Source: an optimization exercise on an open RTL-to-GDS flow (aim: small area, a short achievable clock period and few clock cycles per item). Production flows keep margins and buffers that such runs may drop. Only simulation tests tie the RTL to the original design; equivalence was not proved.

===== flow/design.v =====
module bfp_lzc32 (
    input  wire [31:0] a,
    output wire [4:0]  n,
    output wire        z
);
    wire [15:0] z1;
    wire [15:0] n1;
    genvar i;
    generate
        for (i = 0; i < 16; i = i + 1) begin : l1
            assign z1[i] = ~(a[2*i+1] | a[2*i]);
            assign n1[i] = ~a[2*i+1];
        end
    endgenerate
    wire [7:0]  z2;
    wire [15:0] n2;
    generate
        for (i = 0; i < 8; i = i + 1) begin : l2
            assign z2[i] = z1[2*i+1] & z1[2*i];
            assign n2[2*i+1 -: 2] = z1[2*i+1] ? {1'b1, n1[2*i]} : {1'b0, n1[2*i+1]};
        end
    endgenerate
    wire [3:0]  z3;
    wire [11:0] n3;
    generate
        for (i = 0; i < 4; i = i + 1) begin : l3
            assign z3[i] = z2[2*i+1] & z2[2*i];
            assign n3[3*i+2 -: 3] = z2[2*i+1] ? {1'b1, n2[4*i+1 -: 2]} : {1'b0, n2[2*(2*i+1)+1 -: 2]};
        end
    endgenerate
    wire [1:0] z4;
    wire [7:0] n4;
    generate
        for (i = 0; i < 2; i = i + 1) begin : l4
            assign z4[i] = z3[2*i+1] & z3[2*i];
            assign n4[4*i+3 -: 4] = z3[2*i+1] ? {1'b1, n3[3*(2*i)+2 -: 3]} : {1'b0, n3[3*(2*i+1)+2 -: 3]};
        end
    endgenerate
    assign z = z4[1] & z4[0];
    assign n = z4[1] ? {1'b1, n4[3:0]} : {1'b0, n4[7:4]};
endmodule
module bfp_tzc24 (
    input  wire [23:0] a,
    output wire [4:0]  n
);
    wire [31:0] r;
    genvar i;
    generate
        for (i = 0; i < 24; i = i + 1) begin : rev
            assign r[31-i] = a[i];
        end
    endgenerate
    assign r[7:0] = 8'hFF;
    wire z;
    bfp_lzc32 u (.a(r), .n(n), .z(z));
endmodule
module bfp_norm #(
    parameter W = 29
) (
    input  wire signed [W-1:0] x,
    input  wire signed [11:0]  E,
    output reg         [31:0]  w,
    output reg                 ovf,
    output reg                 unf
);
    wire [W-2:0] y = x[W-2:0] ^ {(W-1){x[W-1]}};
    wire [4:0]   lzr;
    wire         yz;
    bfp_lzc32 u_lzc (.a({y, {(33-W){1'b1}}}), .n(lzr), .z(yz));
    reg [W-1:0] xs;
    reg [23:0]  top;
    reg         rb, st, inc;
    reg [24:0]  M;
    reg signed [11:0] e;
    reg [23:0]  m;
    always @* begin
        xs  = x << lzr;
        top = xs[W-1 -: 24];
        rb  = xs[W-25];
        st  = |(xs << 25);
        inc = rb & (st | top[0]);
        M   = {top[23], top} + {24'd0, inc};
        e   = E + (W - 24) - $signed({7'd0, lzr});
        if (!x[W-1] && M[23]) begin
            m = 24'h400000;
            e = e + 12'sd1;
        end else if (x[W-1] && M == 25'h1C00000) begin
            m = 24'h800000;
            e = e - 12'sd1;
        end else begin
            m = M[23:0];
        end
        ovf = 1'b0;
        unf = 1'b0;
        if (x == {W{1'b0}}) begin
            w = 32'd0;
        end else if (e > 12'sd127) begin
            w   = {x[W-1] ? 24'h800000 : 24'h7FFFFF, 8'h7F};
            ovf = 1'b1;
        end else if (e < -12'sd128) begin
            w   = 32'd0;
            unf = 1'b1;
        end else begin
            w = {m, e[7:0]};
        end
    end
endmodule
module bfp_normp (
    input  wire signed [48:0] x,
    input  wire signed [11:0] E,
    output reg         [31:0] w,
    output reg                ovf,
    output reg                unf
);
    wire [3:0] y = x[46:43] ^ {4{x[48]}};
    wire [1:0] lz = y[3] ? 2'd0 : y[2] ? 2'd1 : y[1] ? 2'd2 : 2'd3;
    reg [48:0] xs;
    reg [23:0] top;
    reg        rb, st, inc;
    reg [24:0] M;
    reg signed [11:0] e;
    reg [23:0] m;
    always @* begin
        xs  = x << ({1'b0, lz} + 3'd1);
        top = xs[48:25];
        rb  = xs[24];
        st  = |xs[23:0];
        inc = rb & (st | top[0]);
        M   = {top[23], top} + {24'd0, inc};
        e   = E + 12'sd24 - $signed({10'd0, lz});
        if (!x[48] && M[23]) begin
            m = 24'h400000;
            e = e + 12'sd1;
        end else if (x[48] && M == 25'h1C00000) begin
            m = 24'h800000;
            e = e - 12'sd1;
        end else begin
            m = M[23:0];
        end
        ovf = 1'b0;
        unf = 1'b0;
        if (e > 12'sd127) begin
            w   = {x[48] ? 24'h800000 : 24'h7FFFFF, 8'h7F};
            ovf = 1'b1;
        end else if (e < -12'sd128) begin
            w   = 32'd0;
            unf = 1'b1;
        end else begin
            w = {m, e[7:0]};
        end
    end
endmodule
module bfp_align (
    input  wire        [31:0] v,
    input  wire        [4:0]  s,
    input  wire               far,
    output wire signed [24:0] r
);
    wire signed [23:0] m = v[31:8];
    wire        [4:0]  tz;
    bfp_tzc24 u_tz (.a(m), .n(tz));
    wire signed [24:0] z = $signed({m, 1'b0}) >>> s;
    wire signed [23:0] q = z[24:1];
    wire               rb = z[0];
    wire               st = (s > 5'd1) && (tz <= s - 5'd2);
    wire               inc = rb & (st | q[0]);
    assign r = far ? 25'sd0 : ({q[23], q} + {24'd0, inc});
endmodule
module bfp_lim (
    input  wire        [31:0] v,
    input  wire signed [8:0]  E,
    output wire signed [28:0] qf,
    output wire signed [28:0] qc,
    output wire signed [28:0] a
);
    wire signed [23:0] m = v[31:8];
    wire        [4:0]  tz;
    bfp_tzc24 u_tz (.a(m), .n(tz));
    wire signed [9:0]  sh = E - $signed({v[7], v[7], v[7:0]});
    wire        [4:0]  t = (sh < -10'sd4) ? 5'd0 : (sh > 10'sd24) ? 5'd28 : (sh[4:0] + 5'd4);
    wire signed [28:0] z = $signed({m, 5'd0}) >>> t;
    wire signed [27:0] q = z[28:1];
    wire               rb = z[0];
    wire               st = (t > 5'd5) && (m != 24'd0) && (tz <= t - 5'd6);
    assign qf = {q[27], q};
    assign qc = {q[27], q} + {28'd0, rb | st};
    assign a  = (sh > 10'sd23) ? 29'sd0 : ({q[27], q} + {28'd0, rb & (st | q[0])});
endmodule
module bfp_exps (
    input  wire [31:0] a,
    input  wire [31:0] b,
    input  wire [31:0] c,
    input  wire [31:0] d,
    output wire signed [8:0] E,
    output wire        any,
    output wire [4:0]  sa, sb, sc, sd,
    output wire        fa, fb, fc, fd
);
    wire [3:0] nz = {d[31:8] != 24'd0, c[31:8] != 24'd0, b[31:8] != 24'd0, a[31:8] != 24'd0};
    wire signed [8:0] e0 = $signed(a[7:0]);
    wire signed [8:0] e1 = $signed(b[7:0]);
    wire signed [8:0] e2 = $signed(c[7:0]);
    wire signed [8:0] e3 = $signed(d[7:0]);
    wire signed [8:0] d01 = e0 - e1, d02 = e0 - e2, d03 = e0 - e3;
    wire signed [8:0] d10 = e1 - e0, d12 = e1 - e2, d13 = e1 - e3;
    wire signed [8:0] d20 = e2 - e0, d21 = e2 - e1, d23 = e2 - e3;
    wire signed [8:0] d30 = e3 - e0, d31 = e3 - e1, d32 = e3 - e2;
    wire w0 = nz[0] & (!nz[1] | !d01[8]) & (!nz[2] | !d02[8]) & (!nz[3] | !d03[8]);
    wire w1 = nz[1] & (!nz[0] |  d01[8]) & (!nz[2] | !d12[8]) & (!nz[3] | !d13[8]);
    wire w2 = nz[2] & (!nz[0] |  d02[8]) & (!nz[1] |  d12[8]) & (!nz[3] | !d23[8]);
    wire w3 = nz[3] & (!nz[0] |  d03[8]) & (!nz[1] |  d13[8]) & (!nz[2] |  d23[8]);
    assign any = |nz;
    assign E = w0 ? e0 : w1 ? e1 : w2 ? e2 : w3 ? e3 : -9'sd128;
    wire [8:0] s0 = ({9{w1}} & d10) | ({9{w2}} & d20) | ({9{w3}} & d30);
    wire [8:0] s1 = ({9{w0}} & d01) | ({9{w2}} & d21) | ({9{w3}} & d31);
    wire [8:0] s2 = ({9{w0}} & d02) | ({9{w1}} & d12) | ({9{w3}} & d32);
    wire [8:0] s3 = ({9{w0}} & d03) | ({9{w1}} & d13) | ({9{w2}} & d23);
    assign sa = s0[4:0]; assign fa = s0 > 9'd23;
    assign sb = s1[4:0]; assign fb = s1 > 9'd23;
    assign sc = s2[4:0]; assign fc = s2 > 9'd23;
    assign sd = s3[4:0]; assign fd = s3 > 9'd23;
endmodule
module bfp_key (
    input  wire [31:0] v,
    output wire [31:0] k
);
    wire z = v[31:8] == 24'd0;
    assign k = z ? 32'd0 :
               v[31] ? {2'b10, ~{~v[7], v[6:0]}, v[29:8]} :
                       {2'b01,   {~v[7], v[6:0]}, v[29:8]};
endmodule
module bfp_mul (
    input  wire signed [24:0] ma,
    input  wire signed [7:0]  ea,
    input  wire        [31:0] b,
    output wire        [31:0] w,
    output wire               ovf,
    output wire               unf
);
    wire signed [23:0] mb = b[31:8];
    wire signed [7:0]  eb = b[7:0];
    wire signed [48:0] prod = ma * mb;
    wire signed [11:0] pE = ea + eb - 12'sd23;
    wire [31:0] nw;
    wire nov, nun;
    bfp_normp u_norm (.x(prod), .E(pE), .w(nw), .ovf(nov), .unf(nun));
    wire zero = (ma == 25'sd0) || (mb == 24'sd0);
    assign w   = zero ? 32'd0 : nw;
    assign ovf = zero ? 1'b0 : nov;
    assign unf = zero ? 1'b0 : nun;
endmodule
module loop_eval (
    input  wire        clk,
    input  wire        rst,
    input  wire        start,
    input  wire        soft_start,
    input  wire [31:0] sp,
    input  wire [31:0] offset,
    input  wire [31:0] pv,
    input  wire [31:0] st_sp_ramped,
    input  wire [31:0] st_pv_filt,
    input  wire [31:0] st_i_term,
    input  wire [31:0] st_output,
    input  wire [31:0] ramp_step,
    input  wire [31:0] kp,
    input  wire [31:0] ki,
    input  wire [31:0] kd,
    input  wire [31:0] kf,
    input  wire [31:0] ka,
    input  wire [31:0] i_min,
    input  wire [31:0] i_max,
    input  wire [31:0] out_min,
    input  wire [31:0] out_max,
    input  wire [31:0] out_rate,
    input  wire [2:0]  tbl_n,
    input  wire [31:0] tbl_x0,
    input  wire [31:0] tbl_x1,
    input  wire [31:0] tbl_x2,
    input  wire [31:0] tbl_x3,
    input  wire [31:0] tbl_g0,
    input  wire [31:0] tbl_g1,
    input  wire [31:0] tbl_g2,
    input  wire [31:0] tbl_g3,
    input  wire [31:0] tbl_c0,
    input  wire [31:0] tbl_c1,
    input  wire [31:0] tbl_c2,
    input  wire [31:0] tbl_s0,
    input  wire [31:0] tbl_s1,
    input  wire [31:0] tbl_s2,
    output reg         done,
    output reg  [31:0] sp_ramped,
    output reg  [31:0] pv_filt,
    output reg  [31:0] error,
    output reg  [31:0] gain,
    output reg  [31:0] i_term,
    output reg  [31:0] out,
    output wire [10:0] status
);
    reg  [12:1] c;
    wire        busy = |c;
    wire        c0 = start & !busy;
    reg [31:0] w0, w1, w2, wo, wr, wmax, wmin;    
    reg [24:0] mul_ma;                            
    reg [7:0]  mul_ea;
    reg [31:0] mul_b;
    reg [31:0] t3;                                
    reg        ss_hi, ss_lo;      
    reg        ge0, ge1, ge2, ge3;
    reg        f_sat_hi, f_sat_lo, f_rate, f_wu_hi, f_wu_lo, f_ramp, f_ovf, f_unf, f_soft;
    assign status = {f_soft, 1'b0, f_unf, f_ovf, f_ramp, f_wu_lo, f_wu_hi,
                     f_rate, f_sat_lo, f_sat_hi, 1'b0};
    wire [31:0] k_so, k_imax, k_imin;
    bfp_key u_k_so   (.v(st_output), .k(k_so));
    bfp_key u_k_imax (.v(i_max),     .k(k_imax));
    bfp_key u_k_imin (.v(i_min),     .k(k_imin));
    wire [31:0] spr0 = soft_start ? pv : st_sp_ramped;
    wire [31:0] pf0  = soft_start ? pv : st_pv_filt;
    wire [31:0] it0  = soft_start ? (ss_hi ? i_max : ss_lo ? i_min : st_output) : st_i_term;
    wire signed [23:0] err_m = error[31:8];
    wire        [24:0] abs_err_m = err_m[23] ? -{err_m[23], err_m} : {1'b0, err_m};
    wire        [8:0]  ae_e = {1'b0, ~error[7], error[6:0]} + {8'd0, abs_err_m[23]};
    wire        [31:0] k_ae = (err_m == 24'sd0) ? 32'd0
                            : {2'b01, ae_e[7:0], abs_err_m[23] ? 22'd0 : abs_err_m[21:0]};
    wire ae_top = ae_e[8];    
    wire [31:0] k_x0, k_x1, k_x2, k_x3;
    bfp_key u_k_x0 (.v(tbl_x0), .k(k_x0));
    bfp_key u_k_x1 (.v(tbl_x1), .k(k_x1));
    bfp_key u_k_x2 (.v(tbl_x2), .k(k_x2));
    bfp_key u_k_x3 (.v(tbl_x3), .k(k_x3));
    wire n_ge0 = ae_top || ($signed(k_ae) >= $signed(k_x0));
    wire n_ge1 = ae_top || ($signed(k_ae) >= $signed(k_x1));
    wire n_ge2 = ae_top || ($signed(k_ae) >= $signed(k_x2));
    wire n_ge3 = ae_top || ($signed(k_ae) >= $signed(k_x3));
    wire g_one   = (tbl_n == 3'd0);
    wire [1:0]  n_sg = (n_ge2 && tbl_n == 3'd4) ? 2'd2 : n_ge1 ? 2'd1 : 2'd0;
    wire [31:0] seg_s = (n_sg == 2'd2) ? tbl_s2 : (n_sg == 2'd1) ? tbl_s1 : tbl_s0;
    wire g_first = (tbl_n == 3'd1) || !ge0;
    wire at_top  = (tbl_n == 3'd2) ? ge1 : (tbl_n == 3'd3) ? ge2 : ge3;
    wire g_seg   = !g_one && !g_first && !at_top;
    wire [31:0] g_last = (tbl_n == 3'd2) ? tbl_g1 : (tbl_n == 3'd3) ? tbl_g2 : tbl_g3;
    wire [1:0]  seg = (ge2 && tbl_n == 3'd4) ? 2'd2 : ge1 ? 2'd1 : 2'd0;
    wire [31:0] seg_c = (seg == 2'd2) ? tbl_c2 : (seg == 2'd1) ? tbl_c1 : tbl_c0;
    wire a_st1 = c[1];
    wire a_err = c[3];
    wire a_df  = c[4];
    wire a_fu  = c[5];
    wire a_st5 = c[11];
    wire signed [8:0] E;
    wire              any;
    wire [4:0]        sh0, sh1, sh2, sho;
    wire              fr0, fr1, fr2, fro;
    bfp_exps u_e (.a(w0), .b(w1), .c(w2), .d(wo), .E(E), .any(any),
                  .sa(sh0), .sb(sh1), .sc(sh2), .sd(sho), .fa(fr0), .fb(fr1), .fc(fr2), .fd(fro));
    wire signed [24:0] a0, a1, a2, ao;
    bfp_align u_a0 (.v(w0), .s(sh0), .far(fr0), .r(a0));
    bfp_align u_a1 (.v(w1), .s(sh1), .far(fr1), .r(a1));
    bfp_align u_a2 (.v(w2), .s(sh2), .far(fr2), .r(a2));
    bfp_align u_ao (.v(wo), .s(sho), .far(fro), .r(ao));
    wire signed [28:0] r_qf, r_qc, r_a;
    bfp_lim u_lr (.v(wr), .E(E), .qf(r_qf), .qc(r_qc), .a(r_a));
    wire signed [28:0] s_err  = a0 - a1;                  
    wire signed [28:0] s_fu   = a2 + ao;                  
    wire signed [28:0] s_u    = a0 + a1 + a2;
    wire signed [28:0] s_diff = s_u - ao;
    wire use_rate = a_st1 | a_st5;
    wire r_gt  = use_rate && (s_diff > r_qf);
    wire r_ltn = use_rate && (-s_diff > r_qf);
    wire signed [28:0] s_v = r_gt ? ao + r_a : r_ltn ? ao - r_a : s_u;
    wire signed [23:0] pf_m = wr[31:8];
    wire signed [9:0]  pf_k = $signed({wr[7], wr[7], wr[7:0]}) - E;
    wire               pf_far = (pf_m != 24'sd0) && (pf_k > 10'sd26);
    wire               pf_up = (pf_m != 24'sd0) && (pf_k > 10'sd3);
    wire [4:0]         df_j = pf_up ? (pf_k[4:0] - 5'd3) : 5'd0;
    wire signed [28:0] df_p = pf_up ? {{2{pf_m[23]}}, pf_m, 3'd0} : r_a;
    wire signed [28:0] fu_sh = s_fu >>> df_j;
    wire               fu_lost = |(s_fu & ~({29{1'b1}} << df_j));
    wire signed [28:0] df_x = df_p - fu_sh - {28'd0, fu_lost};
    wire signed [28:0] df_jm = {df_x[28:1], df_x[0] | fu_lost};
    reg signed [28:0] p_x;
    reg signed [11:0] p_E;
    reg               p_any, p_far;
    always @(posedge clk) begin
        p_x   <= a_err ? s_err : a_df ? df_jm : a_fu ? s_fu : s_v;
        p_E   <= {{3{E[8]}}, E} + {7'd0, a_df ? df_j : 5'd0};
        p_any <= any;
        p_far <= pf_far;
    end
    wire b_lim = c[7] | c[12];
    wire signed [8:0]  bE = p_E[8:0];
    wire signed [28:0] x_qf, x_qc, x_a, n_qf, n_qc, n_a;
    bfp_lim u_lx (.v(wmax), .E(bE), .qf(x_qf), .qc(x_qc), .a(x_a));
    bfp_lim u_ln (.v(wmin), .E(bE), .qf(n_qf), .qc(n_qc), .a(n_a));
    wire l_gt = b_lim && (p_x > x_qf);
    wire l_lt = b_lim && (p_x < n_qc);
    wire signed [28:0] s_x = l_gt ? x_a : l_lt ? n_a : p_x;
    wire l_exact = l_gt ? ($signed(wmax[7:0]) >= bE) : ($signed(wmin[7:0]) >= bE);
    wire l_word  = (l_gt | l_lt) && l_exact;
    wire [31:0] n_w;
    wire        n_ovf, n_unf;
    bfp_norm #(.W(29)) u_n (.x(s_x), .E(p_E), .w(n_w), .ovf(n_ovf), .unf(n_unf));
    wire [31:0] su_w   = !p_any ? 32'd0 : l_word ? (l_gt ? wmax : wmin) : n_w;
    wire        su_ovf = p_any & !l_word & n_ovf;
    wire        su_unf = p_any & !l_word & n_unf;
    wire [31:0] mul_w;
    wire        mul_ovf, mul_unf;
    bfp_mul u_mul (.ma(mul_ma), .ea(mul_ea), .b(mul_b), .w(mul_w), .ovf(mul_ovf), .unf(mul_unf));
    wire [31:0] gain_n = g_one ? 32'h4000_0001 : g_first ? tbl_g0 : at_top ? g_last : su_w;
    always @(posedge clk) begin
        if (rst) begin
            c    <= 12'd0;
            done <= 1'b0;
        end else begin
            c    <= {c[11:1], c0};
            done <= c[12];
        end
    end
    always @(posedge clk) begin
        if (c0) begin
            w0 <= sp; w1 <= offset; w2 <= 32'd0; wo <= spr0; wr <= ramp_step;
            mul_ma <= {kf[31], kf[31:8]}; mul_ea <= kf[7:0]; mul_b <= pv;
        end
        if (c[1]) begin
            w1 <= pv; wo <= mul_w; wr <= pf0;
            mul_ma <= {ka[31], ka[31:8]}; mul_ea <= ka[7:0]; mul_b <= pf0;
        end
        if (c[2]) begin
            w0 <= su_w; w2 <= mul_w;
        end
        if (c[4]) begin
            mul_ma <= {ki[31], ki[31:8]}; mul_ea <= ki[7:0]; mul_b <= su_w;
        end
        if (c[5]) begin
            w0 <= it0; w1 <= mul_w; w2 <= 32'd0; wo <= 32'd0; wmax <= i_max; wmin <= i_min;
            mul_ma <= abs_err_m; mul_ea <= error[7:0]; mul_b <= seg_s;
        end
        if (c[6]) begin
            w0 <= seg_c; w1 <= mul_w;
            mul_ma <= {kd[31], kd[31:8]}; mul_ea <= kd[7:0]; mul_b <= t3;
        end
        if (c[7]) begin
            w2 <= mul_w;
        end
        if (c[8]) begin
            mul_ma <= {kp[31], kp[31:8]}; mul_ea <= kp[7:0]; mul_b <= gain_n;
        end
        if (c[9]) begin
            mul_ma <= {mul_w[31], mul_w[31:8]}; mul_ea <= mul_w[7:0]; mul_b <= error;
        end
        if (c[10]) begin
            w0 <= mul_w; w1 <= i_term; wo <= st_output; wr <= out_rate; wmax <= out_max; wmin <= out_min;
        end
    end
    always @(posedge clk) begin
        if (c0) begin
            f_soft    <= soft_start;
            f_sat_hi  <= 1'b0;
            f_sat_lo  <= 1'b0;
            f_rate    <= 1'b0;
            f_wu_hi   <= 1'b0;
            f_wu_lo   <= 1'b0;
            f_ovf     <= 1'b0;
            f_unf     <= 1'b0;
            ss_hi     <= $signed(k_so) > $signed(k_imax);
            ss_lo     <= $signed(k_so) < $signed(k_imin);
        end
        if (c[1]) begin
            f_ramp <= any & (s_v != s_u);
            f_ovf  <= f_ovf | mul_ovf;
            f_unf  <= f_unf | mul_unf;
        end
        if (c[2]) begin
            sp_ramped <= su_w;
            f_ovf     <= f_ovf | su_ovf | mul_ovf;
            f_unf     <= f_unf | su_unf | mul_unf;
        end
        if (c[4]) begin
            error <= su_w;
            f_ovf <= f_ovf | su_ovf;
            f_unf <= f_unf | su_unf;
        end
        if (c[5]) begin
            t3    <= !p_any ? 32'd0 : p_far ? wr : n_w;
            ge0   <= n_ge0;
            ge1   <= n_ge1;
            ge2   <= n_ge2;
            ge3   <= n_ge3;
            f_ovf <= f_ovf | (p_any & !p_far & n_ovf) | mul_ovf;
            f_unf <= f_unf | (p_any & !p_far & n_unf) | mul_unf;
        end
        if (c[6]) begin
            pv_filt <= su_w;
            f_ovf   <= f_ovf | su_ovf | (g_seg & mul_ovf);
            f_unf   <= f_unf | su_unf | (g_seg & mul_unf);
        end
        if (c[7]) begin
            i_term  <= su_w;
            f_wu_hi <= p_any & l_gt;
            f_wu_lo <= p_any & !l_gt & l_lt;
            f_ovf   <= f_ovf | su_ovf | mul_ovf;
            f_unf   <= f_unf | su_unf | mul_unf;
        end
        if (c[8]) begin
            gain  <= gain_n;
            f_ovf <= f_ovf | (g_seg & su_ovf);
            f_unf <= f_unf | (g_seg & su_unf);
        end
        if (c[9] | c[10]) begin
            f_ovf <= f_ovf | mul_ovf;
            f_unf <= f_unf | mul_unf;
        end
        if (c[11]) begin
            f_rate <= any & (r_gt | r_ltn);
        end
        if (c[12]) begin
            out      <= su_w;
            f_sat_hi <= p_any & l_gt;
            f_sat_lo <= p_any & !l_gt & l_lt;
            f_ovf    <= f_ovf | su_ovf;
            f_unf    <= f_unf | su_unf;
        end
    end
endmodule

===== flow/run.sh =====
#!/bin/bash
# synth_recipe.tcl (not shown) runs the flow's synth.tcl, then flattens the netlist and writes it again
# the make line also repeats each setting of config.mk as NAME=value (left out here)
make -C /OpenROAD-flow-scripts/flow DESIGN_CONFIG=/design/flow/config.mk WORK_HOME=/design/flow/orfs CLKGATE_MAP_FILE= SYNTH_SCRIPT=/design/flow/synth_recipe.tcl finish

===== flow/config.mk =====
export PLATFORM = sky130hd
export DESIGN_NAME = loop_eval
export DESIGN_NICKNAME = loop_eval
export VERILOG_FILES = /design/flow/design.v
export SDC_FILE = /design/flow/constraint.sdc
export NUM_CORES = 4
export LEC_CHECK = 0
export CAP_MARGIN = 20
export CORE_MARGIN = 2
export CORE_UTILIZATION = 30
export SETUP_SLACK_MARGIN = 3
export SLEW_MARGIN = 20

===== flow/constraint.sdc =====
create_clock -name core_clock -period 65.0 [get_ports {clk}]
set_input_delay 13.0000 -clock core_clock [delete_from_list [all_inputs] [get_ports {clk}]]
set_output_delay 13.0000 -clock core_clock [all_outputs]
set_load 0.01 [all_outputs]

==> run_results.csv, run 1 <==
group,metric,value,unit
critical_path,critPathMaxFanout,35,
clock_tree,clk_path_buf_depth,4,
critical_path,critPathRequiredTime,65.57,ns
sta,period_share,31.24,%
critical_path,crit_path_frequent_cell,"ha_1",
clock_tree,numCtsBuffers,84,
yosys,ys_dominant_reg_cell,"edfxtp_1",
clock_tree,post_cts_buffers,0,
layout,drive_above_1_share,6.597,%
die,dieArea,0.3666,mm²
die,ioPinCount,1235,
detailed_routing,drc,0,
critical_path,critPathKind,"reg -> reg",
die,die_height,605.5,µm
sta,fin_tns_setup,0,ns
placement,place.port_buffers,1232,
placement,placed_area,0.1274,mm²
critical_path,reg2reg_from,"p_E[0]",
grt,grt_pass1_vias,111500,
detailed_routing,drt-wirelength-per-cell,37.02,µm
detailed_routing,drt-initial-drc-count,16390,
critical_path,startpoint,"p_E[0]",
sta,worst_pin_slew,1.345,ns
critical_path,end_kind,"flop",
detailed_routing,avgViaCountPerCell,6.005,
clock_tree,path_clk_slew,0.06,ns
sta,final_period_minus_worst_setup_slack,20.31,ns
worst_hold_path,worstHoldPathType,"reg -> reg",
layout,final_area,0.1308,mm²
yosys,synth-seq-area-share,15.60,%
critical_path,arrival,20.88,ns
clock_tree,cts_tree,"built",
detailed_routing,firstDrtPassIters,9,
sta,max_clock_freq,49.24,MHz
detailed_routing,antenna_left,0,
grt,grt_first_pass_wirelength,973.7,mm
sta,rsz0062_at_grt,"false",
yosys,ys_async_sr_fraction,0,%
placement,gp_congestion,1.076,
layout,layout_common_cells,"nand2_1, inv_1, clkdlybuf4s50_1",
job,maxCapViolCount,0,
worst_hold_path,hp-start,"i_term[11]",
clock_tree,h-tree-depth,3,
clock_tree,cts_resized,0,
yosys,synth_area,0.1085,mm²
layout,nNetsFinal,17410,
detailed_routing,wl_met1,287.1,mm
yosys,yosys_warnings,3,
yosys,yosysUniqueCellTypes,142,
status,outcome,"finished clean",
critical_path,cp-start-kind,"flop",
grt,grt_remaining_overflow,0,
detailed_routing,drt_wl_total,734.7,mm
clock_tree,cts_root_buf,"clkbuf_16",
grt,track_usage,38.70,%
sta,slew_headroom,9.395,%
sta,finalHoldViolCount,0,
die,die_w,605.5,µm
layout,syn2layout_area_growth,20.50,%
yosys,synth_edf_count,528,
layout,final_common_cell,"nand2_1",
sta,fin_skew,0.1188,ns
clock_tree,clock_sinks,582,
detailed_routing,routed.top_layer,"met5",
yosys,ys_ff_latch,582,
detailed_routing,wl_met3,81.51,mm
die,coreArea,0.3595,mm²
clock_tree,clk_latency,0.89,ns
critical_path,crit_path_max_incr_delay,0.86,ns
clock_tree,cts_hold_buf,0,
detailed_routing,vias,119200,
critical_path,crit_slowest_cell,"o21ai_1",
die,start_util,30.19,%
yosys,syn_avg_cell_area,7.837,µm²
placement,hpwl,619.4,mm
sta,drv_slew,0,
yosys,netlist_instances,13850,
grt,grt_antenna_before_repair,171,
detailed_routing,dr_wl_met2,295.8,mm
grt,grt_max_degree,142,
sta,setup-violations-final,0,
die,rows,220,
[routing by layer]
metal  GRT usage, %  vias to the layer above
li1               -                    51100
met1          49.21                    59100
met2          54.86                     7425
met3          10.74                     1514
met4          30.32                       48
met5         0.4834                        -
[area by class of cell]
type | instances | area [µm²]
diodes | 203 | 508.0
clock buffers | 97 | 2192
clock inverters | 50 | 568.0
fillers | 38200 | 228700
inverters | 1379 | 5181
multi-input cells | 11090 | 83700
flip-flops and latches | 582 | 16970
well taps | 4773 | 5972
repair buffers | 1671 | 15690
[Yosys cell counts, types with 54 or more instances]
cell type | count | area share (%)
and3_1 | 83 | 0.48
dfxtp_1 | 54 | 1.0
a21o_1 | 226 | 1.6
nor3_1 | 273 | 1.3
a21oi_1 | 1029 | 4.7
o21a_1 | 100 | 0.69
o221ai_1 | 65 | 0.52
or3_1 | 67 | 0.39
clkbuf_1 | 651 | 2.3
a31oi_1 | 100 | 0.58
a211oi_1 | 203 | 1.4
a22oi_1 | 65 | 0.45
nor4_1 | 158 | 0.91
o21ai_0 | 811 | 3.7
nand3_1 | 256 | 1.2
nor2b_1 | 171 | 0.99
fa_1 | 682 | 13
edfxtp_1 | 528 | 15
and2_1 | 293 | 1.7
mux2_2 | 90 | 0.93
or2_2 | 54 | 0.31
ha_1 | 887 | 10
nand4_1 | 139 | 0.80
inv_1 | 1354 | 4.7
nor2_1 | 1159 | 4.0
nand2_1 | 1495 | 5.2
a221oi_1 | 78 | 0.63
xor2_1 | 217 | 1.8
buf_1 | 67 | 0.23
nand2b_1 | 193 | 1.1
o21bai_1 | 133 | 0.92
xnor2_1 | 330 | 2.7
o211ai_1 | 110 | 0.76
mux2i_1 | 676 | 6.2
o22ai_1 | 91 | 0.52
[cell families after synthesis]
kind of cell | share of synthesized area, %
AND/OR/NAND/NOR | 19.64
other | 0.003455
buffers and inverters | 7.735
AO/OA/AOI/OAI | 22.26
XOR/XNOR | 4.456
adder cells (fa/ha/maj) | 22.81
multiplexers | 7.485
flip-flops | 15.60
[worst max-delay path: cells and delay by family, from the launching register on]
family                     cells  cell delay [ns]
adders and majority gates      7             2.02
and+or+nand+nor               27             6.93
AOI/OAI and AO/OA             23             8.30
buffers and inverters          8             2.02
DFF                            1             0.46
xor gates and xnor gates       1             0.14
[metrics by stage]
| step | hold slack [ns] | utilization, % | instances | setup slack [ns] |
|---|---|---|---|---|
| 4_1_cts | 0.6130 | 36.22 | 19640 | 45.45 |
| 6_report | 0.6190 | 36.38 | 19850 | 44.69 |
| 5_1_grt | 0.6292 | 36.32 | 19770 | 43.62 |
| 3_5_place_dp | 0.6810 | 35.45 | 19500 | 45.38 |
| 2_1_floorplan | 0.4324 | - | 13850 | 47.72 |
| 3_3_place_gp | 0.6690 | 35.43 | 19490 | 45.36 |
[worst paths after layout]
check,slack [ns],cells after the start,endpoint
setup / recovery,44.69,66,mul_b[26]
hold reg to reg,0.62,2,w1[11]
setup reg to reg,44.69,66,mul_b[26]
hold / removal,0.62,2,w1[11]
Testbench counts, summed over its fixed seeds: cycles 112,000, items 8,000.
==> run 2, diff against run 1 <==
--- a/flow/design.v
+++ b/flow/design.v
@@ -182,5 +182,5 @@
     wire signed [27:0] q = z[28:1];
     wire               rb = z[0];
-    wire               st = (t > 5'd5) && (m != 24'd0) && (tz <= t - 5'd6);
+    wire               st = (t > 5'd5) && (v[31] | v[30]) && (tz <= t - 5'd6);
     assign qf = {q[27], q};
     assign qc = {q[27], q} + {28'd0, rb | st};
@@ -197,5 +197,5 @@
     output wire        fa, fb, fc, fd
 );
-    wire [3:0] nz = {d[31:8] != 24'd0, c[31:8] != 24'd0, b[31:8] != 24'd0, a[31:8] != 24'd0};
+    wire [3:0] nz = {d[31] | d[30], c[31] | c[30], b[31] | b[30], a[31] | a[30]};
     wire signed [8:0] e0 = $signed(a[7:0]);
     wire signed [8:0] e1 = $signed(b[7:0]);
@@ -225,8 +225,5 @@
     output wire [31:0] k
 );
-    wire z = v[31:8] == 24'd0;
-    assign k = z ? 32'd0 :
-               v[31] ? {2'b10, ~{~v[7], v[6:0]}, v[29:8]} :
-                       {2'b01,   {~v[7], v[6:0]}, v[29:8]};
+    assign k = {v[31:30], {8{v[31]}} ^ {~v[7], v[6:0]}, v[29:8]};
 endmodule
 module bfp_mul (
@@ -240,14 +237,76 @@
     wire signed [23:0] mb = b[31:8];
     wire signed [7:0]  eb = b[7:0];
-    wire signed [48:0] prod = ma * mb;
+    wire signed [48:0] prod;
+    bfp_mul25x24 u_m (.a(ma), .b(mb), .p(prod));
     wire signed [11:0] pE = ea + eb - 12'sd23;
     wire [31:0] nw;
     wire nov, nun;
     bfp_normp u_norm (.x(prod), .E(pE), .w(nw), .ovf(nov), .unf(nun));
-    wire zero = (ma == 25'sd0) || (mb == 24'sd0);
+    wire zero = !(ma[23] | ma[22]) || !(b[31] | b[30]);
     assign w   = zero ? 32'd0 : nw;
     assign ovf = zero ? 1'b0 : nov;
     assign unf = zero ? 1'b0 : nun;
 endmodule
+module bfp_mul25x24 (
+    input  wire signed [24:0] a,
+    input  wire signed [23:0] b,
+    output wire signed [48:0] p
+);
+    localparam N = 12;           
+    wire [24:0] bx = {b, 1'b0};
+    wire [26:0] a1 = {{2{a[24]}}, a};           
+    wire [26:0] a2 = {a[24], a, 1'b0};          
+    wire [48:0] row [0:N+1];
+    wire [48:0] negs;
+    genvar i;
+    generate
+        for (i = 0; i < N; i = i + 1) begin : pp
+            wire [2:0] d = bx[2*i +: 3];
+            wire one = d[0] ^ d[1];
+            wire two = (d == 3'b011) | (d == 3'b100);
+            wire neg = d[2] & ~(d[1] & d[0]);
+            wire [26:0] mag = ({27{one}} & a1) | ({27{two}} & a2);
+            wire [26:0] r = mag ^ {27{neg}};
+            wire [48:0] rr = {22'd0, ~r[26], r[25:0]};
+            assign row[i] = rr << (2 * i);
+            assign negs[2*i] = neg;
+            assign negs[2*i+1] = 1'b0;
+        end
+    endgenerate
+    assign negs[48:24] = 25'd0;
+    function [48:0] kconst;
+        input dummy;
+        integer k;
+        reg [48:0] acc;
+        begin
+            acc = 49'd0;
+            for (k = 0; k < N; k = k + 1)
+                acc = acc - (49'd1 << (26 + 2 * k));
+            kconst = acc;
+        end
+    endfunction
+    assign row[N] = negs;
+    assign row[N+1] = kconst(1'b0);
+    function [97:0] csa;
+        input [48:0] x, y, z;
+        begin
+            csa[48:0]  = x ^ y ^ z;
+            csa[97:49] = ((x & y) | (x & z) | (y & z)) << 1;
+        end
+    endfunction
+    wire [97:0] l1a = csa(row[0], row[1], row[2]);
+    wire [97:0] l1b = csa(row[3], row[4], row[5]);
+    wire [97:0] l1c = csa(row[6], row[7], row[8]);
+    wire [97:0] l1d = csa(row[9], row[10], row[11]);
+    wire [97:0] l2a = csa(l1a[48:0], l1a[97:49], l1b[48:0]);
+    wire [97:0] l2b = csa(l1b[97:49], l1c[48:0], l1c[97:49]);
+    wire [97:0] l2c = csa(l1d[48:0], l1d[97:49], row[N]);
+    wire [97:0] l3a = csa(l2a[48:0], l2a[97:49], l2b[48:0]);
+    wire [97:0] l3b = csa(l2b[97:49], l2c[48:0], l2c[97:49]);
+    wire [97:0] l4a = csa(l3a[48:0], l3a[97:49], l3b[48:0]);
+    wire [97:0] l5a = csa(l4a[48:0], l4a[97:49], l3b[97:49]);
+    wire [97:0] l6a = csa(l5a[48:0], l5a[97:49], row[N+1]);
+    assign p = l6a[48:0] + l6a[97:49];
+endmodule
 module loop_eval (
     input  wire        clk,
@@ -293,6 +352,6 @@
     output reg  [31:0] error,
     output reg  [31:0] gain,
-    output reg  [31:0] i_term,
-    output reg  [31:0] out,
+    output wire [31:0] i_term,
+    output wire [31:0] out,
     output wire [10:0] status
 );
@@ -304,8 +363,13 @@
     reg [7:0]  mul_ea;
     reg [31:0] mul_b;
-    reg [31:0] t3;                                
-    reg        ss_hi, ss_lo;      
-    reg        ge0, ge1, ge2, ge3;
+    reg        ss_xg, ss_xe, ss_xm, ss_ng, ss_ne, ss_nm;
+    wire       ss_hi = ss_xg | (ss_xe & ss_xm);    
+    wire       ss_lo = ss_ng | (ss_ne & ss_nm);    
+    reg        ge1, ge2, ge0h, ge0e, ge0m, ge3h, ge3e, ge3m, ge_top;
+    wire       ge0 = ge_top | ge0h | (ge0e & ge0m);
+    wire       ge3 = ge_top | ge3h | (ge3e & ge3m);
     reg        f_sat_hi, f_sat_lo, f_rate, f_wu_hi, f_wu_lo, f_ramp, f_ovf, f_unf, f_soft;
+    assign i_term = w1;
+    assign out    = w0;
     assign status = {f_soft, 1'b0, f_unf, f_ovf, f_ramp, f_wu_lo, f_wu_hi,
                      f_rate, f_sat_lo, f_sat_hi, 1'b0};
@@ -320,18 +384,17 @@
     wire        [24:0] abs_err_m = err_m[23] ? -{err_m[23], err_m} : {1'b0, err_m};
     wire        [8:0]  ae_e = {1'b0, ~error[7], error[6:0]} + {8'd0, abs_err_m[23]};
-    wire        [31:0] k_ae = (err_m == 24'sd0) ? 32'd0
+    wire        [31:0] k_ae = (err_m == 24'sd0) ? {2'b00, 8'h80, 22'd0}    
                             : {2'b01, ae_e[7:0], abs_err_m[23] ? 22'd0 : abs_err_m[21:0]};
     wire ae_top = ae_e[8];    
-    wire [31:0] k_x0, k_x1, k_x2, k_x3;
+    wire [31:0] k_x0, k_x3;
     bfp_key u_k_x0 (.v(tbl_x0), .k(k_x0));
-    bfp_key u_k_x1 (.v(tbl_x1), .k(k_x1));
-    bfp_key u_k_x2 (.v(tbl_x2), .k(k_x2));
     bfp_key u_k_x3 (.v(tbl_x3), .k(k_x3));
-    wire n_ge0 = ae_top || ($signed(k_ae) >= $signed(k_x0));
-    wire n_ge1 = ae_top || ($signed(k_ae) >= $signed(k_x1));
-    wire n_ge2 = ae_top || ($signed(k_ae) >= $signed(k_x2));
-    wire n_ge3 = ae_top || ($signed(k_ae) >= $signed(k_x3));
+    wire [31:0] k_wx1, k_wx2;
+    bfp_key u_k_wx1 (.v(wmax), .k(k_wx1));
+    bfp_key u_k_wx2 (.v(wmin), .k(k_wx2));
+    wire f_ge1 = ae_top || ($signed(k_ae) >= $signed(k_wx1));
+    wire f_ge2 = ae_top || ($signed(k_ae) >= $signed(k_wx2));
     wire g_one   = (tbl_n == 3'd0);
-    wire [1:0]  n_sg = (n_ge2 && tbl_n == 3'd4) ? 2'd2 : n_ge1 ? 2'd1 : 2'd0;
+    wire [1:0]  n_sg = (f_ge2 && tbl_n == 3'd4) ? 2'd2 : f_ge1 ? 2'd1 : 2'd0;
     wire [31:0] seg_s = (n_sg == 2'd2) ? tbl_s2 : (n_sg == 2'd1) ? tbl_s1 : tbl_s0;
     wire g_first = (tbl_n == 3'd1) || !ge0;
@@ -357,14 +420,19 @@
     bfp_align u_a2 (.v(w2), .s(sh2), .far(fr2), .r(a2));
     bfp_align u_ao (.v(wo), .s(sho), .far(fro), .r(ao));
-    wire signed [28:0] r_qf, r_qc, r_a;
-    bfp_lim u_lr (.v(wr), .E(E), .qf(r_qf), .qc(r_qc), .a(r_a));
+    wire signed [28:0] r_qf, r_qc, r_a, x_qf, x_qc, x_a, n_qf, n_qc, n_a;
+    bfp_lim u_lr (.v(wr),   .E(E), .qf(r_qf), .qc(r_qc), .a(r_a));
+    bfp_lim u_lx (.v(wmax), .E(E), .qf(x_qf), .qc(x_qc), .a(x_a));
+    bfp_lim u_ln (.v(wmin), .E(E), .qf(n_qf), .qc(n_qc), .a(n_a));
     wire signed [28:0] s_err  = a0 - a1;                  
     wire signed [28:0] s_fu   = a2 + ao;                  
     wire signed [28:0] s_u    = a0 + a1 + a2;
-    wire signed [28:0] s_diff = s_u - ao;
     wire use_rate = a_st1 | a_st5;
-    wire r_gt  = use_rate && (s_diff > r_qf);
-    wire r_ltn = use_rate && (-s_diff > r_qf);
-    wire signed [28:0] s_v = r_gt ? ao + r_a : r_ltn ? ao - r_a : s_u;
+    wire signed [29:0] r_hi = s_u - ao - r_qf;        
+    wire signed [29:0] r_lo = ao - s_u - r_qf;        
+    wire r_gt  = use_rate && !r_hi[29] && (r_hi != 30'sd0);
+    wire r_ltn = use_rate && !r_lo[29] && (r_lo != 30'sd0);
+    wire signed [28:0] s_vp = ao + r_a;
+    wire signed [28:0] s_vm = ao - r_a;
+    wire signed [28:0] s_v = r_gt ? s_vp : r_ltn ? s_vm : s_u;
     wire signed [23:0] pf_m = wr[31:8];
     wire signed [9:0]  pf_k = $signed({wr[7], wr[7], wr[7:0]}) - E;
@@ -379,5 +447,6 @@
     reg signed [28:0] p_x;
     reg signed [11:0] p_E;
-    reg               p_any, p_far;
+    reg               p_any, p_far, p_xex, p_nex;
+    reg signed [28:0] p_xqf, p_nqc, p_xa, p_na;
     always @(posedge clk) begin
         p_x   <= a_err ? s_err : a_df ? df_jm : a_fu ? s_fu : s_v;
@@ -385,14 +454,16 @@
         p_any <= any;
         p_far <= pf_far;
+        p_xqf <= x_qf;
+        p_nqc <= n_qc;
+        p_xa  <= x_a;
+        p_na  <= n_a;
+        p_xex <= $signed(wmax[7:0]) >= E;
+        p_nex <= $signed(wmin[7:0]) >= E;
     end
     wire b_lim = c[7] | c[12];
-    wire signed [8:0]  bE = p_E[8:0];
-    wire signed [28:0] x_qf, x_qc, x_a, n_qf, n_qc, n_a;
-    bfp_lim u_lx (.v(wmax), .E(bE), .qf(x_qf), .qc(x_qc), .a(x_a));
-    bfp_lim u_ln (.v(wmin), .E(bE), .qf(n_qf), .qc(n_qc), .a(n_a));
-    wire l_gt = b_lim && (p_x > x_qf);
-    wire l_lt = b_lim && (p_x < n_qc);
-    wire signed [28:0] s_x = l_gt ? x_a : l_lt ? n_a : p_x;
-    wire l_exact = l_gt ? ($signed(wmax[7:0]) >= bE) : ($signed(wmin[7:0]) >= bE);
+    wire l_gt = b_lim && (p_x > p_xqf);
+    wire l_lt = b_lim && (p_x < p_nqc);
+    wire signed [28:0] s_x = l_gt ? p_xa : l_lt ? p_na : p_x;
+    wire l_exact = l_gt ? p_xex : p_nex;
     wire l_word  = (l_gt | l_lt) && l_exact;
     wire [31:0] n_w;
@@ -416,7 +487,7 @@
     end
     always @(posedge clk) begin
-        if (c0) begin
+        mul_ma <= {kf[31], kf[31:8]}; mul_ea <= kf[7:0]; mul_b <= pv;
+        if (!busy) begin
             w0 <= sp; w1 <= offset; w2 <= 32'd0; wo <= spr0; wr <= ramp_step;
-            mul_ma <= {kf[31], kf[31:8]}; mul_ea <= kf[7:0]; mul_b <= pv;
         end
         if (c[1]) begin
@@ -429,4 +500,8 @@
         if (c[4]) begin
             mul_ma <= {ki[31], ki[31:8]}; mul_ea <= ki[7:0]; mul_b <= su_w;
+            wmax <= tbl_x1; wmin <= tbl_x2;
+        end
+        if (c[5]) begin
+            wr <= !p_any ? 32'd0 : p_far ? wr : n_w;
         end
         if (c[5]) begin
@@ -436,8 +511,9 @@
         if (c[6]) begin
             w0 <= seg_c; w1 <= mul_w;
-            mul_ma <= {kd[31], kd[31:8]}; mul_ea <= kd[7:0]; mul_b <= t3;
+            mul_ma <= {kd[31], kd[31:8]}; mul_ea <= kd[7:0]; mul_b <= wr;
         end
         if (c[7]) begin
             w2 <= mul_w;
+            w1 <= su_w;         
         end
         if (c[8]) begin
@@ -447,10 +523,13 @@
             mul_ma <= {mul_w[31], mul_w[31:8]}; mul_ea <= mul_w[7:0]; mul_b <= error;
         end
+        if (c[12]) begin
+            w0 <= su_w;         
+        end
         if (c[10]) begin
-            w0 <= mul_w; w1 <= i_term; wo <= st_output; wr <= out_rate; wmax <= out_max; wmin <= out_min;
+            w0 <= mul_w; wo <= st_output; wr <= out_rate; wmax <= out_max; wmin <= out_min;
         end
     end
     always @(posedge clk) begin
-        if (c0) begin
+        if (!busy) begin
             f_soft    <= soft_start;
             f_sat_hi  <= 1'b0;
@@ -461,9 +540,13 @@
             f_ovf     <= 1'b0;
             f_unf     <= 1'b0;
-            ss_hi     <= $signed(k_so) > $signed(k_imax);
-            ss_lo     <= $signed(k_so) < $signed(k_imin);
+            ss_xg     <= $signed(k_so[31:22]) > $signed(k_imax[31:22]);
+            ss_xe     <= k_so[31:22] == k_imax[31:22];
+            ss_xm     <= k_so[21:0] > k_imax[21:0];
+            ss_ng     <= $signed(k_so[31:22]) < $signed(k_imin[31:22]);
+            ss_ne     <= k_so[31:22] == k_imin[31:22];
+            ss_nm     <= k_so[21:0] < k_imin[21:0];
         end
         if (c[1]) begin
-            f_ramp <= any & (s_v != s_u);
+            f_ramp <= any & (r_gt ? (s_vp != s_u) : r_ltn ? (s_vm != s_u) : 1'b0);
             f_ovf  <= f_ovf | mul_ovf;
             f_unf  <= f_unf | mul_unf;
@@ -480,9 +563,13 @@
         end
         if (c[5]) begin
-            t3    <= !p_any ? 32'd0 : p_far ? wr : n_w;
-            ge0   <= n_ge0;
-            ge1   <= n_ge1;
-            ge2   <= n_ge2;
-            ge3   <= n_ge3;
+            ge0h  <= $signed(k_ae[31:22]) > $signed(k_x0[31:22]);
+            ge0e  <= k_ae[31:22] == k_x0[31:22];
+            ge0m  <= k_ae[21:0] >= k_x0[21:0];
+            ge1   <= f_ge1;
+            ge2   <= f_ge2;
+            ge3h  <= $signed(k_ae[31:22]) > $signed(k_x3[31:22]);
+            ge3e  <= k_ae[31:22] == k_x3[31:22];
+            ge3m  <= k_ae[21:0] >= k_x3[21:0];
+            ge_top <= ae_top;
             f_ovf <= f_ovf | (p_any & !p_far & n_ovf) | mul_ovf;
             f_unf <= f_unf | (p_any & !p_far & n_unf) | mul_unf;
@@ -494,5 +581,4 @@
         end
         if (c[7]) begin
-            i_term  <= su_w;
             f_wu_hi <= p_any & l_gt;
             f_wu_lo <= p_any & !l_gt & l_lt;
@@ -513,5 +599,4 @@
         end
         if (c[12]) begin
-            out      <= su_w;
             f_sat_hi <= p_any & l_gt;
             f_sat_lo <= p_any & !l_gt & l_lt;
==> flow/flow/run.sh (new file) <==
#!/bin/bash
# The standard layout (standard.sh) at the design's clock period and
# constraints, with two changes to how the layout is made:
#  - the port buffers that every input and output gets are made from the
#    smallest buffer cell (sky130_fd_sc_hd__buf_1);
#  - ORFS's timing repair aims for 50 ns of setup slack (SETUP_SLACK_MARGIN),
#    so that it works on the paths that set the achieved period. The clock,
#    the I/O delays and the loads stay as the standard flow's constraint.sdc sets them.
# standard.sh's own output goes to standard.log; ORFS keeps each step's log
# under orfs/logs/.
export BUFFER_PORTS_ARGS="-buffer_cell sky130_fd_sc_hd__buf_1"
sed 's/SETUP_SLACK_MARGIN=[-0-9.]*/SETUP_SLACK_MARGIN=50/' standard.sh > standard_margin.sh
if grep -q 'SETUP_SLACK_MARGIN=50' standard_margin.sh; then
  bash standard_margin.sh > standard.log 2>&1
else
  bash standard.sh > standard.log 2>&1
fi
==> flow/standard.sh (new file) <==
#!/bin/bash
# synth_recipe.tcl (not shown) runs the flow's synth.tcl, then flattens the netlist and writes it again
# the make line also repeats each setting of config.mk as NAME=value (left out here)
make -C /OpenROAD-flow-scripts/flow DESIGN_CONFIG=/design/flow/config.mk WORK_HOME=/design/flow/orfs CLKGATE_MAP_FILE= SYNTH_SCRIPT=/design/flow/synth_recipe.tcl "${@:-finish}"
--- a/flow/config.mk
+++ b/flow/config.mk
@@ -8,5 +8,5 @@
 export CAP_MARGIN = 20
 export CORE_MARGIN = 2
-export CORE_UTILIZATION = 30
+export CORE_UTILIZATION = 45
 export SETUP_SLACK_MARGIN = 3
 export SLEW_MARGIN = 20
removed: flow/run.sh
==> run_results.csv, run 2 <==
group,metric,value,unit
status,outcome,"finished clean",
sta,period_share,24.38,%
worst_hold_path,worstHoldPathType,"reg -> reg",
die,rows,176,
job,maxCapViolCount,0,
sta,fin_tns_setup,0,ns
grt,grt_first_pass_wirelength,934.6,mm
critical_path,critPathKind,"in -> reg",
grt,grt_max_degree,145,
critical_path,reg2reg_from,"mul_b[9]",
worst_hold_path,min_to,"mul_ea[3]",
detailed_routing,drt_wl_total,713.1,mm
detailed_routing,drc,0,
grt,use_met1,62.47,%
grt,grtUsageMet2,77.56,%
yosys,ys_dominant_reg_cell,"edfxtp_1",
yosys,netlist.area_leader.share,11.27,%
layout,syn2layout_area_growth,17.23,%
layout,drive_above_1_share,12.06,%
sta,fin_skew,0.1141,ns
placement,hpwl,569.8,mm
critical_path,rrSetupSlack,49.93,ns
clock_tree,path_clk_slew,0.06,ns
clock_tree,cts_tree,"built",
clock_tree,h-tree-depth,3,
sta,drv_slew,0,
critical_path,cp-start-kind,"input pin",
yosys,yosysMostFrequentCell,"nor2_1",
detailed_routing,firstDrtPassIters,9,
yosys,synth-seq-area-share,15.42,%
layout,layout_common_cells,"buf_1, nor2_1, inv_1",
clock_tree,cts_hold_buf,0,
sta,final_period_minus_worst_setup_slack,15.85,ns
sta,worst_pin_slew,1.382,ns
placement,place.port_buffers,1232,
yosys,synthTopCellsByCount,"nor2_1, inv_1, nand2_1, a21oi_1, ha_1",
die,ioPinCount,1235,
yosys,synth_area,0.1039,mm²
grt,grt_most_used_layer,"met2",
die,die_w,484.5,µm
clock_tree,numCtsBuffers,81,
grt,use_met3,27.65,%
placement,gp_congestion,1.189,
detailed_routing,avgViaCountPerCell,6.838,
grt,track_usage,57.73,%
yosys,yosys_warnings,4,
sta,finalHoldViolCount,0,
die,die_height,484.5,µm
yosys,synth_edf_count,376,
critical_path,critPathRequiredTime,65.61,ns
critical_path,r2r_end,"w2[2]",
critical_path,critPathMaxFanout,1,
layout,final_common_cell,"buf_1",
worst_hold_path,hp-start,"c[9]",
critical_path,arrival,16.45,ns
detailed_routing,antenna_left,0,
clock_tree,clk_path_buf_depth,3,
yosys,yosysUniqueCellTypes,124,
yosys,syn_avg_cell_area,7.738,µm²
die,start_util,45.23,%
critical_path,end_kind,"flop",
clock_tree,clock_sinks,612,
layout,multiInputGateArea,0.08311,mm²
yosys,yosys-top-cells-area,"ha_1, edfxtp_1, mux2i_1",
yosys,yosysTopAreaCell,"ha_1",
clock_tree,clk_latency,0.86,ns
sta,max_clock_freq,63.11,MHz
worst_hold_path,whs_path_depth,1,
layout,fillerInstances,22810,
detailed_routing,vias,122500,
grt,grt_remaining_overflow,0,
sta,setup-violations-final,0,
sta,rsz0062_at_grt,"true",
layout,nNetsFinal,16930,
die,dieArea,0.2347,mm²
detailed_routing,drt-wirelength-per-cell,39.80,µm
yosys,ys_async_sr_fraction,0,%
yosys,netlist_instances,13420,
critical_path,rr_worst_depth,48,
clock_tree,cts_root_buf,"clkbuf_16",
grt,grt_pass1_vias,108700,
grt,grt_antenna_before_repair,175,
yosys,ys_ff_latch,612,
layout,seq_area,0.01606,mm²
sta,slew_headroom,6.891,%
detailed_routing,drt-initial-drc-count,19580,
die,coreArea,0.2297,mm²
run 2: how the worst max path moves through the flow:
stage          endpoint       from  cells past startpoint
3_3_place_gp     wo[30]  mul_b[12]                     44
3_5_place_dp    p_x[27]      w2[1]                     70
6_report           ge0m  tbl_x0[8]                     28
2_1_floorplan      ge0m  tbl_x0[8]                     27
4_1_cts            ge0m  tbl_x0[8]                     28
5_1_grt            ge0m  tbl_x0[9]                     28
run 2: kinds of logic after synthesis:
family	after synthesis	synth area share, %
buffers and inverters	2053	7.675
AOI/OAI and AO/OA	3901	24.82
muxes	948	9.652
xor gates and xnor gates	942	7.956
other	1	0.003610
DFF	612	15.42
adders and majority gates	1284	17.98
and+or+nand+nor	3683	16.49
run 2: final cells by class:
type / count / share of cell area, %
multi-input cells: 10760 / 68.25
flip-flops and latches: 612 / 13.19
repair buffers: 1947 / 8.933
inverters: 1212 / 3.810
well taps: 3026 / 3.109
clock buffers: 102 / 1.797
clock inverters: 50 / 0.4870
diodes: 207 / 0.4254
run 2: through the flow:
step	hold WS, ns	util [%]	worst slack (ns)	std cells	area (µm²)
2_1_floorplan	0.3904	-	48.83	13430	104000
3_3_place_gp	0.5967	49.05	47.46	17270	112700
3_5_place_dp	0.6000	49.07	47.51	17270	112700
4_1_cts	0.6031	51.26	49.17	17520	117700
5_1_grt	0.6136	52.91	48.92	17820	121500
6_report	0.6165	53.02	49.15	17920	121800
run 2: what timing repair did:
| item | in CTS | in global routing |
|---|---|---|
| gates resized for setup | 360 | 409 |
| endpoints found under the setup margin | 267 | 229 |
| setup buffers | 90 | 173 |
| cloned | 8 | 15 |
| pin swaps | 52 | 176 |
run 2: per-layer routing:
metal	part of all wire (%)	up-vias	wire, µm
met4	14	58	99140
met1	33	58390	235600
met2	38	10170	272800
met5	0.12	-	852
met3	15	3142	104800
li1	-	50770	-
run 2: critical path, stage by stage:
cell and delay [ns]:
buf_2 0.12, ha_4 0.20, nand2b_4 0.13, a21o_1 0.15
a21o_1 0.17, a21o_1 0.15, a21o_1 0.15, a21o_1 0.17
a21o_1 0.16, a21oi_2 0.12, nor2b_1 0.05, o21ai_1 0.12
nand2b_1 0.12, a21oi_2 0.17, nor2b_1 0.06, o21ai_1 0.13
nand2b_1 0.08, a21oi_2 0.12, nor2b_1 0.05, o21ai_1 0.13
nand2b_1 0.08, a21oi_2 0.12, nor2b_1 0.06, o21ai_1 0.12
nand2b_1 0.06, a21o_1 0.15, a21o_1 0.14, a21o_1 0.16
Testbench counts of run 2, summed over its fixed seeds: cycles 112,000, items 8,000.

what the ideal ports hide:
Ports are ideal in the flow. The routed layouts listed here were re-timed in OpenROAD. Step 1: set_driving_cell puts a clkbuf_16 on clk and a buf_2 on each other input, an assumption about the parent block. Step 2 times the ports against the registers' clock, not the clock port: input delays grow and output delays shrink by t, the midpoint of the rising clock arrivals with the driver on. Three values: ideal ports, drivers, drivers and shift; two values: the first two.
run	t, ns	setup slack, ns	hold WS [ns]	worst setup path after step 2	pins driven straight from the clock port
run 1	0.931	44.693 / 44.693 / 44.693	0.619 / 0.619 / 0.619	register to register	1
run 2	0.880	49.155 / 49.206 / 48.326	0.616 / 0.616 / 0.616	input to register	1
After both steps every run listed still meets setup and hold. The setup slack of run 2, which loses most, moves by +0.051 ns with the drivers and by -0.829 ns with both steps.
